Source: an optimization exercise on an open RTL-to-GDS flow (aim: small area and a short achievable clock period). Production flows keep margins and buffers that such runs may drop. Only simulation tests tie the RTL to the original design; equivalence was not proved.

==> flow/design.v (outline; a module is shown in full before it is edited, if it fits) <==
// module ch_compose: 204 lines
// module ch_mix: 413 lines
// module ch_mix0: 500 lines
// module ch_amul: 372 lines
// module ch_cmp: 78 lines
// module ch_inc10: 67 lines
// module ch_inc8: 49 lines
module ch_compose (
    input  wire        clk,
    input  wire        rst,
    input  wire        in_valid,
    input  wire [1:0]  x_lo,
    input  wire [1:0]  y_lo,
    input  wire [1:0]  frame_lo,
    input  wire        depth8,
    input  wire [1:0]  dither,
    input  wire [29:0] fill,
    input  wire        l0_en,  input wire [2:0] l0_fmt,  input wire [39:0] l0_pix,  input wire [9:0] l0_galpha,
    input  wire        l1_en,  input wire [2:0] l1_fmt,  input wire [39:0] l1_pix,  input wire [9:0] l1_galpha,
    input  wire        l2_en,  input wire [2:0] l2_fmt,  input wire [39:0] l2_pix,  input wire [9:0] l2_galpha,
    input  wire        l3_en,  input wire [2:0] l3_fmt,  input wire [39:0] l3_pix,  input wire [9:0] l3_galpha,
    input  wire        l4_en,  input wire [2:0] l4_fmt,  input wire [39:0] l4_pix,  input wire [9:0] l4_galpha,
    input  wire        l5_en,  input wire [2:0] l5_fmt,  input wire [39:0] l5_pix,  input wire [9:0] l5_galpha,
    output reg         out_valid,
    output reg  [9:0]  out_r,
    output reg  [9:0]  out_g,
    output reg  [9:0]  out_b
);
  // ...
==> flow/run.sh <==
#!/bin/bash
# synth_recipe.tcl (not shown) runs the flow's synth.tcl, then flattens the netlist and writes it again
# the make line also repeats each setting of config.mk as NAME=value (left out here)
make -C /OpenROAD-flow-scripts/flow DESIGN_CONFIG=/design/flow/config.mk WORK_HOME=/design/flow/orfs CLKGATE_MAP_FILE= SYNTH_SCRIPT=/design/flow/synth_recipe.tcl finish
==> flow/config.mk <==
export PLATFORM = sky130hd
export DESIGN_NAME = ch_compose
export DESIGN_NICKNAME = ch_compose
export VERILOG_FILES = /design/flow/design.v
export SDC_FILE = /design/flow/constraint.sdc
export NUM_CORES = 4
export LEC_CHECK = 0
export CAP_MARGIN = 20
export CORE_MARGIN = 2
export CORE_UTILIZATION = 45
export PLACE_DENSITY = 0.6
export SLEW_MARGIN = 20
==> flow/constraint.sdc <==
create_clock -name core_clock -period 17.0 [get_ports {clk}]
set_input_delay 3.4000 -clock core_clock [delete_from_list [all_inputs] [get_ports {clk}]]
set_output_delay 3.4000 -clock core_clock [all_outputs]
set_load 0.01 [all_outputs]
==> impl_metrics.yaml, run 1 <==
final_layout:
  n_all_buffers: 477
  largest_registers: "g_lay.g_ad.g_dl.sr (300), g_lay.es0 (180), g_lay.s1 (180)"
  antenna_cells: 92
  final_common_cell: "inv_1"
  regMostFlops: "g_lay.g_ad.g_dl.sr"
  seq_area_um2: 33800
  drive_gt1_share_pct: 8.63
  clkCellAreaFrac_pct: 4.25
sta:
  slew_headroom_pct: 19.8
  hold_viol: 0
  finalClockSkew_ns: 0.0570
  whs_ns: 0.281
  rsz0062_at_grt: "false"
worst_setup_path:
  crit_path_max_incr_delay_ns: 0.56
  path_max_fanout: 42
  worstSetupEndpointType: "flip-flop"
  crit_path_start: "g_lay[0].ah[2]"
synthesis:
  synth_nets: 17000
  synth_simple_gate_area_share_pct: 8.95
  synthXorXnorAreaFrac_pct: 2.86
  synthTopCellsByCount: "2357 x inv_1, 1773 x fa_1, 1683 x dfxtp_1, 998 x mux2i_1, 929 x ha_1"
  synth_cell_types: 81
  synth_top_cell_area_share_pct: 25.6
  yosysMostFrequentCell: "inv_1"
detailed_routing:
  first_pass_iters: 8
  dr.max_layer_used: "met4"
  routed_wl_um: 336000
  drt-met1-wl_um: 154000
global_route:
  grt_pass1_wl_um: 542000
  grt_overflow_total: 0
  grt_usage_pct: 21.8
floorplanning:
  start_util_pct: 45.3
  die_area_um2: 312000
hold_path:
  worst_hold_path_type: "reg -> reg"
status:
  status: "complete, no violations"
==> run 2, diff against run 1 <==
--- a/flow/config.mk
+++ b/flow/config.mk
@@ -7,6 +7,6 @@
 export LEC_CHECK = 0
 export CAP_MARGIN = 20
 export CORE_MARGIN = 2
-export CORE_UTILIZATION = 45
-export PLACE_DENSITY = 0.6
+export CORE_UTILIZATION = 62
+export PLACE_DENSITY = 0.72
 export SLEW_MARGIN = 20
==> impl_metrics.yaml, run 2 <==
global_route:
  antenna_found_initial: 4
  grt_max_degree: 55
  grt_usage_pct: 29.3
  grt_pass1_wl_um: 541000
  first_global_vias: 104000
  grt_overflow_total: 0
final_layout:
  regMostFlops: "g_lay.g_ad.g_dl.sr"
  fin_nets: 16900
  seq_area_um2: 33800
  final_cell_mix: "2357 x inv_1, 1773 x fa_1, 1631 x dfxtp_1, 997 x mux2i_1, 929 x ha_1"
  largest_registers: "g_lay.g_ad.g_dl.sr (300), g_lay.es0 (180), g_lay.s1 (180)"
  drive_gt1_share_pct: 8.36
  multi_input_comb_area_um2: 93100
  final_area_um2: 150000
  final_common_cell: "inv_1"
  largest_reg_flops: 300
  fillers: 17200
  area_delta_synth_final_pct: 8.44
synthesis:
  synth_area_leaders: "fa_1 26%, dfxtp_1 24%, ha_1 8.4%"
  synth_seq_area_share_pct: 24.3
  yosysMostFrequentCell: "inv_1"
  async_flop_share_pct: 0
  syn_avg_cell_area_um2: 9.91
  synthTopCellsByCount: "2357 x inv_1, 1773 x fa_1, 1683 x dfxtp_1, 998 x mux2i_1, 929 x ha_1"
  ys_warn_count: 3
  ys.flop_type: "dfxtp_1"
  synth_cell_types: 81
  netlist_area_um2: 139000
  synth_nets: 17000
  netlist_instances: 14000
  synth_area_leader_cell: "fa_1"
  synth_seq_cells: 1683
  synth_top_cell_area_share_pct: 25.6
  synth_edf_count: 0
worst_setup_path:
  start_kind: "flip-flop"
  required_ns: 17.78
  ff2ff_setup_slack_ns: 10.01
  crit_type: "reg -> reg"
  cp.arrival_ns: 7.77
  worstSetupEndpointType: "flip-flop"
  rr_startpoint: "g_ln[2].g_c[2].h[4]"
  worst_r2r_path_depth: 21
  path_max_fanout: 14
  r2r-end: "g_ln[3].g_c[2].h[6]"
clocking:
  cts_buffers: 173
  postCtsSetupRepairBufs: 0
  cts_resized: 0
  clockBufferDepth: 3
  cts_tree: "done"
  htree_levels: 4
  cts.sinks: 1683
  cts_root_buf: "clkbuf_16"
  holdBufCountCts: 0
  clock_latency_ns: 0.85
  clk_pin_slew_ns: 0.06
detailed_routing:
  postRouteAntennaNets: 0
  first_iter_violations: 5802
  drt-wirelength-per-cell_um: 19.5
  drt-vias-per-instance: 5.70
  num_vias: 96900
  first_pass_iters: 6
  routed_wl_um: 331000
  drc_errors: 0
sta:
  worst_slew_pin_slew_ns: 1.15
  setup_viol: 0
  timing.final.crit_share_pct: 41.1
  hold_viol: 0
  setup_tns_ns: 0
  finalClockSkew_ns: 0.0588
  slew_headroom_pct: 23.4
  rsz0062_at_grt: "false"
  final.min_clock_period_ns: 6.99
  drv_slew: 0
  fmax_ghz: 0.143
floorplanning:
  dieWidth_um: 477
  io_pins: 397
  start_util_pct: 62.4
  die_y_um: 477
  die_area_um2: 227000
  row_count: 173
  core_um2: 222000
hold_path:
  hold_depth: 0
  worst_hold_path_type: "reg -> reg"
  hold_path_end: "g_lay[5].g_ad.g_dl[3].sr[17]"
  hp-start: "g_lay[5].g_ad.s2[17]"
placement:
  gp_congestion: 0.919
  dpl-instance-area_um2: 144000
  place_hpwl_um: 253000
  portBuffers: 393
status:
  status: "complete, no violations"
run:
  max_cap_viol_count: 0
## run 2: cell types whose count changed in the layout (fill, tap and decap cells not counted), moves of 5 or more
cell        change
diode_2        -87
clkbuf_16      -12
dfxtp_2         -9
buf_4           -8
dfxtp_1         +8
clkinvlp_4      -7
clkbuf_1        +5
## run 2: per-layer routing
metal / up-vias / global-route usage (%) / part of all wire [%]
met2: 2912 / 51.4 / 50
met5: - / 0 / 0
met3: 731 / 3.99 / 5.1
met4: 0 / 12.7 / 4.5
li1: 44800 / - / -
met1: 48400 / 36.0 / 41
## run 2: worst max-delay path by stage
stage	startpoint	to	slack, ns	depth (start not counted)
finish	g_ln[2].g_c[2].h[4]	g_ln[3].g_c[2].h[6]	10.01	21
global route	g_ln[2].g_c[2].h[4]	g_ln[3].g_c[2].h[6]	9.60	21
CTS	g_ln[2].g_c[2].h[4]	g_ln[3].g_c[2].h[6]	10.02	21
detailed placement	g_ln[2].g_c[2].h[4]	g_ln[3].g_c[2].h[6]	10.05	21
global placement	g_ln[2].g_c[2].h[0]	g_ln[3].g_c[2].h[6]	10.21	21
floorplan	g_ln[2].g_c[0].h[1]	g_ln[3].g_c[0].h[9]	11.19	22
## run 2: logic make-up after synthesis
kind of cell,after synthesis,share of synthesized area (%)
fa+ha+maj,2751,34.4
simple gates,2516,8.95
compound gates,1792,8.40
buf+inv,3118,8.46
xor+xnor,452,2.86
flops,1683,24.3
mux,1663,12.6
## run 2: worst max-delay path, cell delays in order (launching register included)
cell and delay, ns:
dfxtp_1 0.92, o21ai_0 0.22, a311oi_1 0.31, nor3_1 0.09, maj3_1 0.38, a21oi_1 0.16
a21oi_1 0.05, o21ai_0 0.19, maj3_1 0.74, nand2b_1 0.19, fa_1 0.48, fa_1 0.45
fa_1 0.51, inv_1 0.04, ha_1 0.32, a21oi_1 0.25, nor2b_1 0.18, a22oi_1 0.14
a211oi_1 0.35, nor2_1 0.15, or4b_2 0.65, nand3_1 0.12
## run 2: cell type report
type | instances | area share, %
clock buffers | 217 | 3.15
well taps | 2975 | 2.48
flip-flops and latches | 1683 | 22.5
repair buffers | 469 | 3.00
clock inverters | 101 | 0.987
diodes | 5 | 0.00833
multi-input cells | 9174 | 62.0
inverters | 2358 | 5.89
## run 2: stage by stage
step | util, % | hold WS (ns) | setup WS [ns] | cells
finish | 67.6 | 0.300 | 10.01 | 17000
CTS | 67.6 | 0.301 | 10.02 | 17000
global placement | 64.8 | 0.310 | 10.21 | 16700
detailed placement | 64.8 | 0.312 | 10.05 | 16700
global route | 67.6 | 0.299 | 9.60 | 17000
floorplan | - | 0.310 | 11.19 | 14000

## static timing again, ports no longer ideal
Ports are ideal in the flow. The routed layouts listed here were re-timed in OpenROAD.
Step 1 assumes that a clkbuf_16 drives the clock port and a buf_2 every other input.
Step 2 times the ports against the registers' clock, not the clock port: input delays grow and output delays shrink by t, the midpoint of the rising clock arrivals with the driver on.
a / b / c = ideal ports / drivers / drivers and shift; a / b = the first two.
| run | t (ns) | setup slack, ns | slew at the worst register clock pin (ns) |
|---|---|---|---|
| run 1 | 0.960 | 10.271 / 10.271 / 10.271 | 0.08 / 0.08 |
| run 2 | 0.915 | 10.011 / 10.011 / 10.011 | 0.07 / 0.07 |
After both steps setup and hold are still met in every run listed.
